From an optimization exercise on the open Yosys and OpenROAD flow, aimed at small area, a short achievable clock period and few clock cycles; shortcuts taken in it are not production practice. Only simulation tests tie the RTL to the original design; equivalence was not proved. Power and IR drop assume default switching activity.

lane 1:
## csl_rs_decoder
module csl_rs_decoder (
    input  wire        clk,
    input  wire        rst,
    input  wire        in_valid,
    output wire        in_ready,
    input  wire [7:0]  in_data,
    input  wire        in_last,
    output wire        out_valid,
    input  wire        out_ready,
    output wire        out_uncorr,
    output wire [3:0]  out_nerr,
    output wire [63:0] out_pos,
    output wire [63:0] out_val
);
For scale: about 860 flip-flops, about 150 I/O pins, ~43000 sq um of cells after synthesis.
export LEC_CHECK = 0
export CAP_MARGIN = 20
export CORE_MARGIN = 2
export CORE_UTILIZATION = 55
export CTS_BUF_LIST = sky130_fd_sc_hd__clkbuf_8
export PLACE_DENSITY = 0.65
export SLEW_MARGIN = 20
create_clock -name core_clock -period 10.0 [get_ports {clk}]
standard.sh (not shown) runs the stock make flow with config.mk's settings and CLKGATE_MAP_FILE= SYNTH_SCRIPT=/design/flow/synth_recipe.tcl, a recipe that flattens the netlist after the stock synthesis.
==> flow/flow/run.sh <==
#!/bin/bash
set -euo pipefail
bash standard.sh SETUP_SLACK_MARGIN=6.6 "BUFFER_PORTS_ARGS=-buffer_cell sky130_fd_sc_hd__buf_2" finish > layout_make.log 2>&1
Testbench counts of lane 1, summed over its fixed seeds: cycles 73,265.
For lane 2, these inputs were changed with respect to lane 1:
Settings: CTS_BUF_LIST: sky130_fd_sc_hd__clkbuf_8 -> sky130_fd_sc_hd__clkbuf_4.
- Compared with lane 1, lane 2 shows end-of-flow core utilization higher by 2.6 points.
- Lane 2 ended up with a higher antenna diode instance count than lane 1 did.
- In lane 2, sequential share of layout area is lower than in lane 1.
- Diff lane 1 -> lane 2 | first-pass GRT wire length | increase of about 3%
- Against lane 1 as the reference, lane 2 delivers a higher non-clock buffer total of the final layout.
- For the overall track demand over capacity in global routing, lane 2 came in 0.92 points higher than lane 1 did.
- Lane 1 -> lane 2: total power increased slightly
Here is what was changed in the inputs of lane 3 compared with lane 2.
Settings: clearing CTS_BUF_LIST, which used to be sky130_fd_sc_hd__clkbuf_4; swapping 0.65 for 0.6 in PLACE_DENSITY; swapping 55 for 40 in CORE_UTILIZATION.
==> flow/flow/run.sh <==
#!/bin/bash
set -euo pipefail
bash standard.sh SETUP_SLACK_MARGIN=6.6 finish > layout_make.log 2>&1
==> summary.txt <==
- Changes observed in lane 3 relative to lane 2: routed length per instance saw a decrease, sequential share of layout area saw little to no change.
- A critical path capture point of out_val[22] is what lane 3 shows, while out_uncorr belongs to lane 2.
- From lane 3 to lane 2, count of final setup violators did not move at all.
- Relative to lane 2, the post-layout utilization of the core of lane 3 is lower by 18 points.
- Comparing lane 2 and lane 3, the lower number of levels the H-tree was split into was measured on lane 3.
What lane 4 does differently from lane 3 at the input level:
Settings: a change of PLACE_DENSITY from 0.6 to 0.65; a change of CORE_UTILIZATION from 40 to 55.
==> flow/flow/run.sh <==
#!/bin/bash
set -euo pipefail
bash standard.sh SETUP_SLACK_MARGIN=6.8 "BUFFER_PORTS_ARGS=-buffer_cell sky130_fd_sc_hd__buf_2" \
  "CTS_ARGS=-sink_clustering_enable -repair_clock_nets -sink_clustering_size 24 -sink_clustering_max_diameter 120 -buf_list sky130_fd_sc_hd__clkbuf_16" \
  finish > layout_make.log 2>&1
Results
Combinational power came out higher on lane 4 than on lane 3. Lane 4 vs. lane 3: post-layout total power saw a decrease; fmax saw an increase; number of combinational gates with multiple inputs saw little to no change; end-of-flow core utilization saw an increase. In lane 4, the amount of wire on met3 after detailed routing came out 9.0% above the value in lane 3. Lane 4: portion of total power attributed to combinational logic is 6.3 points higher than what lane 3 reported. Lane 4 against lane 3: routed wire length now sits lower; detailed-route vias per instance up 8.9%.
--- input diff lane 4..lane 5 ---
Settings: ABC_AREA newly set to 1.
[summary]
- Non-clock buffer count is higher on lane 4
- Multi-input gate share of the layout cell area on lane 5 is up relative to lane 4.
- Lane 5 vs. lane 4: number of combinational gates with multiple inputs up 40%; first-pass GRT wire length went up about 15%; number of instances in the synthesized netlist rose by 38%; global-route usage moved up.
- Compared with lane 4, in lane 5 proportion of power drawn by combinational gates went up; synthesized-area fraction occupied by ao, oa, aoi and oai cells dropped 1.5 points; wire length grew by 16%.

[re-timing with driven ports]
No port has a modelled driver above. Below, the same layouts with a new extraction and two added sets of constraints.
Step 1 assumes that a clkbuf_16 drives the clock port and a buf_2 every other input.
Step 2, shift: input delay + t, output delay - t, t = (earliest + latest rising clock arrival at the registers) / 2. This alone moves slack from input paths to output paths.
a / b / c = ideal / step 1 / step 2; a / b = the first two.
run | shift t [ns] | slack for setup (ns) | worst setup path after step 2 | worst register clock-pin slew, ns
lane 1 | 0.864 | 6.677 / 6.607 / 6.723 | register to register | 0.07 / 0.07
lane 2 | 1.144 | 6.377 / 6.313 / 6.684 | register to register | 0.08 / 0.08
lane 3 | 0.721 | 6.665 / 6.602 / 6.284 | input to register | 0.07 / 0.07
lane 4 | 0.680 | 6.837 / 6.769 / 6.845 | register to register | 0.10 / 0.10
lane 5 | 0.683 | 6.721 / 6.652 / 6.751 | input to register | 0.11 / 0.11
After both steps every run listed still meets setup and hold. The setup slack of lane 3, which loses most, moves by -0.063 ns with the drivers and by -0.381 ns with both steps.
